From an optimization exercise on the open Yosys and OpenROAD flow, aimed at small area, a short achievable clock period and few clock cycles per item; shortcuts taken in it are not production practice. In this exercise RTL edits were held to simulation tests only and were not proved equivalent to the original. No activity file was given, so power comes from the tool's default toggle rates.

==> flow/design.v (excerpt) <==
module pu_condition (
    input  wire         clk,
    input  wire         rst,
    input  wire [2:0]   cfg_depth,         
    input  wire [15:0]  cfg_width,         
    input  wire [5:0]   cfg_ob_w8,         
    input  wire         cfg_ob_side,       
    input  wire         cfg_ob_mode,       
    input  wire [15:0]  cfg_black_level,
    input  wire [15:0]  cfg_ob_clamp,
    input  wire [15:0]  cfg_pedestal,
    input  wire         cfg_flat_en,
    input  wire [3:0]   cfg_gain_frac,     
    input  wire [3:0]   cfg_ofs_shift,     
    input  wire [2:0]   cfg_cfa,           
    input  wire [15:0]  cfg_sat_level,
    input  wire         cfg_calib,
    input  wire         in_valid,
    output reg          in_ready,
    input  wire [15:0]  in_p,
    input  wire [15:0]  in_coef,
    input  wire         in_eof,
    output reg          out_valid,
    output reg  [15:0]  out_o,
    output reg          stat_valid,
    output wire [31:0]  stat_lines,
    output wire [31:0]  stat_ob_mean,
    output wire [63:0]  stat_ch_min,       
  ...
Size in the first run: roughly 6400 cells after synthesis, roughly 1500 flip-flops, ~1200 I/O pins, about 0.069 mm² of cells after synthesis.
export LEC_CHECK = 0
export ABC_CLOCK_PERIOD_IN_PS = 5000
export CAP_MARGIN = 20
export CORE_MARGIN = 2
export CORE_UTILIZATION = 40
export SLEW_MARGIN = 20
create_clock -name core_clock -period 16.0 [get_ports {clk}]
standard.sh (not shown) runs the stock make flow with config.mk's settings and CLKGATE_MAP_FILE= SYNTH_SCRIPT=/design/flow/synth_recipe.tcl, a recipe that flattens the netlist after the stock synthesis.
==> flow/flow/run.sh <==
#!/bin/bash
# The standard layout, with these changes to how it is made: the port
# buffers are plain buffers (sky130_fd_sc_hd__buf_2, which repair may
# resize) instead of the delay-cell buffers buffer_ports picks by default;
# timing repair aims for a setup margin, so that it works on paths well
# inside the clock period; clock tree synthesis adds no dummy loads and
# clusters up to 25 registers (80 um across) on a leaf buffer; and antenna
# repair may run more iterations.  The clock, constraints and synthesis are
# unchanged.
set -euo pipefail
export BUFFER_PORTS_ARGS="-buffer_cell sky130_fd_sc_hd__buf_2"
export SETUP_SLACK_MARGIN=11.7
export CTS_ARGS="-sink_clustering_enable -repair_clock_nets -dont_use_dummy_load -sink_clustering_size 25 -sink_clustering_max_diameter 80"
export MAX_REPAIR_ANTENNAS_ITER_GRT=10
export MAX_REPAIR_ANTENNAS_ITER_DRT=15
bash standard.sh > standard_flow.log 2>&1
Testbench counts at the start, summed over its fixed seeds: cycles 93,423, pixels 80,140.
Rerun with:
--- a/flow/flow/run.sh
+++ b/flow/flow/run.sh
@@ -10,5 +10,5 @@
 set -euo pipefail
 export BUFFER_PORTS_ARGS="-buffer_cell sky130_fd_sc_hd__buf_2"
-export SETUP_SLACK_MARGIN=11.7
+export SETUP_SLACK_MARGIN=11.4
 export CTS_ARGS="-sink_clustering_enable -repair_clock_nets -dont_use_dummy_load -sink_clustering_size 25 -sink_clustering_max_diameter 80"
 export MAX_REPAIR_ANTENNAS_ITER_GRT=10
Effect:
- The new run ran to the end with no violations
- fmax stays flat
- sequential share of layout area grows by 3.5 points
- clock skew drops by 0.0053 ns
- critical path depth is unchanged
- combinational power falls by 7.6%
- wire length went down by 4.7%
- non-clock buffer count goes down by 495
- die area is unchanged
- cell count drops by 5.0%
- core utilization went down by 5.9 points
- design area went down by 11%
Rerun with:
==> flow/flow/run.sh (replaced) <==
#!/bin/bash
# The standard layout, with these changes to how it is made: the port
# buffers are plain buffers (sky130_fd_sc_hd__buf_2, which repair may
# resize) instead of the delay-cell buffers buffer_ports picks by default;
# timing repair aims for a setup margin, so that it works on paths well
# inside the clock period; clock tree synthesis adds no dummy loads and
# clusters up to 28 registers (90 um across) on a leaf buffer; and antenna
# repair may run more iterations.  The clock, constraints and synthesis are
# unchanged.
set -euo pipefail
export BUFFER_PORTS_ARGS="-buffer_cell sky130_fd_sc_hd__buf_2"
export SETUP_SLACK_MARGIN=11.5
export CTS_ARGS="-sink_clustering_enable -repair_clock_nets -dont_use_dummy_load -sink_clustering_size 28 -sink_clustering_max_diameter 90"
export MAX_REPAIR_ANTENNAS_ITER_GRT=10
export MAX_REPAIR_ANTENNAS_ITER_DRT=15
bash standard.sh > standard_flow.log 2>&1
Sequential power falls by about 1%. Setup slack is better by 0.048 ns. Total power falls by 1.5%. Wire length rises by 0.37%. Cell count rises by 1.9%. Via count rises by 1.4%. Area after synthesis does not change. Die area stays the same. Flip-flop and latch count stays the same.
Rerun with:
==> flow/flow/run.sh (replaced) <==
#!/bin/bash
# The standard layout, with three changes to how it is made: the port
# buffers are plain buffers (sky130_fd_sc_hd__buf_2, which repair may
# resize) instead of the delay-cell buffers buffer_ports picks by default;
# timing repair aims for a setup margin, so that it works on paths well
# inside the clock period; and clock tree synthesis adds no dummy loads and
# clusters up to 28 registers (90 um across) on a leaf buffer.
# The clock, constraints and synthesis are unchanged.
set -euo pipefail
export BUFFER_PORTS_ARGS="-buffer_cell sky130_fd_sc_hd__buf_2"
export SETUP_SLACK_MARGIN=11.4
export CTS_ARGS="-sink_clustering_enable -repair_clock_nets -dont_use_dummy_load -sink_clustering_size 28 -sink_clustering_max_diameter 90"
bash standard.sh > standard_flow.log 2>&1
=> The new run ran to the end with violations: antenna rules; wire length drops by 0.79%; clock skew drops by 0.0043 ns; core utilization drops by 2.0 points; synthesized cell count does not change; global-route usage stays flat; via count drops by 2.0%; final cell count drops by 2.3%; final area drops by 4.2%; maximum frequency drops by 0.67%.

---

Setup of oak:
pu_condition again, from the RTL that the note above started with.
export LEC_CHECK = 0
export ABC_CLOCK_PERIOD_IN_PS = 5000
export CAP_MARGIN = 20
export CORE_MARGIN = 2
export CORE_UTILIZATION = 40
export SLEW_MARGIN = 20
create_clock -name core_clock -period 16.0 [get_ports {clk}]
==> flow/flow/run.sh <==
#!/bin/bash
# The standard layout, with these changes to how it is made: the port
# buffers are plain buffers (sky130_fd_sc_hd__buf_2, which repair may
# resize) instead of the delay-cell buffers buffer_ports picks by default;
# timing repair aims for a setup margin, so that it works on paths well
# inside the clock period; clock tree synthesis adds no dummy loads and
# clusters up to 28 registers (90 um across) on a leaf buffer; and antenna
# repair may run more iterations.  The clock, constraints and synthesis are
# unchanged.
set -euo pipefail
export BUFFER_PORTS_ARGS="-buffer_cell sky130_fd_sc_hd__buf_2"
export SETUP_SLACK_MARGIN=11.7
export CTS_ARGS="-sink_clustering_enable -repair_clock_nets -dont_use_dummy_load -sink_clustering_size 28 -sink_clustering_max_diameter 90"
export MAX_REPAIR_ANTENNAS_ITER_GRT=10
export MAX_REPAIR_ANTENNAS_ITER_DRT=15
bash standard.sh > standard_flow.log 2>&1
Testbench counts of oak, summed over its fixed seeds: cycles 93,423, pixels 80,140.
## Diff of input files: pine against oak
==> flow/flow/run.sh <==
#!/bin/bash
# The standard layout, with three changes to how it is made: the port
# buffers are plain buffers (sky130_fd_sc_hd__buf_2, which repair may
# resize) instead of the delay-cell buffers buffer_ports picks by default;
# timing repair aims for a setup margin, so that it works on paths well
# inside the clock period; and clock tree synthesis adds no dummy loads and
# clusters up to 28 registers (90 um across) on a leaf buffer.
# The clock, constraints and synthesis are unchanged.
set -euo pipefail
export BUFFER_PORTS_ARGS="-buffer_cell sky130_fd_sc_hd__buf_2"
export SETUP_SLACK_MARGIN=11.0
export CTS_ARGS="-sink_clustering_enable -repair_clock_nets -dont_use_dummy_load -sink_clustering_size 28 -sink_clustering_max_diameter 90"
bash standard.sh > standard_flow.log 2>&1
==> comparison <==
The run with more setup slack is oak; pine has less.
Routed wire length improves in pine relative to oak.
pine ends up with a count of antenna diodes in the layout that is 11 lower than in oak.
Where switching power summed over all nets is concerned, oak is outperformed by pine.
Going from oak to pine, footprint of the multi-input gates shrank slightly.
Relative area of non-clock buffer cells in the final design (higher): oak
The following lists how birch was set up differently from pine:
==> flow/flow/run.sh <==
#!/bin/bash
# The standard layout, with these changes to how it is made: the port
# buffers are plain buffers (sky130_fd_sc_hd__buf_2, which repair may
# resize) instead of the delay-cell buffers buffer_ports picks by default;
# timing repair aims for a setup margin, so that it works on paths well
# inside the clock period; clock tree synthesis adds no dummy loads and
# clusters up to 28 registers (90 um across) on a leaf buffer; and antenna
# repair may run more iterations.  The clock, constraints and synthesis are
# unchanged.
set -euo pipefail
export BUFFER_PORTS_ARGS="-buffer_cell sky130_fd_sc_hd__buf_2"
export SETUP_SLACK_MARGIN=11.2
export CTS_ARGS="-sink_clustering_enable -repair_clock_nets -dont_use_dummy_load -sink_clustering_size 28 -sink_clustering_max_diameter 90"
export MAX_REPAIR_ANTENNAS_ITER_GRT=10
export MAX_REPAIR_ANTENNAS_ITER_DRT=15
bash standard.sh > standard_flow.log 2>&1
==> comparison <==
Summary of birch over pine: number of vias per cell after detailed routing picked up an extra about 0.4%; register-to-register slack shows an increase of 110 ps; largest vdd supply drop picked up an extra 11%.
Inputs modified between birch and maple:
--- a/flow/flow/run.sh
+++ b/flow/flow/run.sh
@@ -11,3 +11,3 @@
 export BUFFER_PORTS_ARGS="-buffer_cell sky130_fd_sc_hd__buf_2"
-export SETUP_SLACK_MARGIN=11.2
+export SETUP_SLACK_MARGIN=11.3
 export CTS_ARGS="-sink_clustering_enable -repair_clock_nets -dont_use_dummy_load -sink_clustering_size 28 -sink_clustering_max_diameter 90"
Findings:
Of maple and birch, maple shows the higher non-clock buffer count, with birch below it. On global-route track usage on met3: between maple and birch, it ends up higher for maple. Average routed wire per standard cell of maple is on par with birch. Taking birch as the reference, in maple count of cells resized by post-cts repair now larger; worst setup slack picked up an extra 110 ps; clock buffer count roughly the same. maple and birch ended up with nearly the same final wirelength. The higher worst endpoint data arrival time came out of birch. maple did not stop at any stage, and its layout met the timing, design-rule and antenna checks.

## separate check: timing with driven ports
No port has a modelled driver above. Below, the same layouts with a new extraction and two added sets of constraints.
Step 1, drivers: a clkbuf_16 drives clk and a buf_2 each remaining input, both assumed.
Step 2 times the ports against the registers' clock, not the clock port: input delays grow and output delays shrink by t, the midpoint of the rising clock arrivals with the driver on.
Slacks: no drivers / after step 1 / after step 2; pairs: no drivers / after step 1.
run	t, ns	setup WS [ns]	worst setup path at the end	worst data-port slew with drivers (ns)	pins driven straight from the clock port
the first run of note 1	0.799	11.334 / 11.253 / 10.818	input to register	0.11	1
the second run of note 1	0.804	11.337 / 11.260 / 10.680	input to register	0.13	1
the third run of note 1	0.762	11.385 / 11.309 / 10.807	input to register	0.19	1
the fourth run of note 1	0.775	11.354 / 11.276 / 10.698	input to register	0.14	1
oak	0.772	11.371 / 11.289 / 10.820	input to register	0.12	1
pine	0.759	11.013 / 10.933 / 10.836	input to register	0.22	1
birch	0.783	11.205 / 11.123 / 10.610	input to register	0.12	1
maple	0.784	11.311 / 11.228 / 10.680	input to register	0.12	1
For the second run of note 1, which loses most, drivers alone change the setup slack by -0.077 ns; drivers and shift together by -0.657 ns.
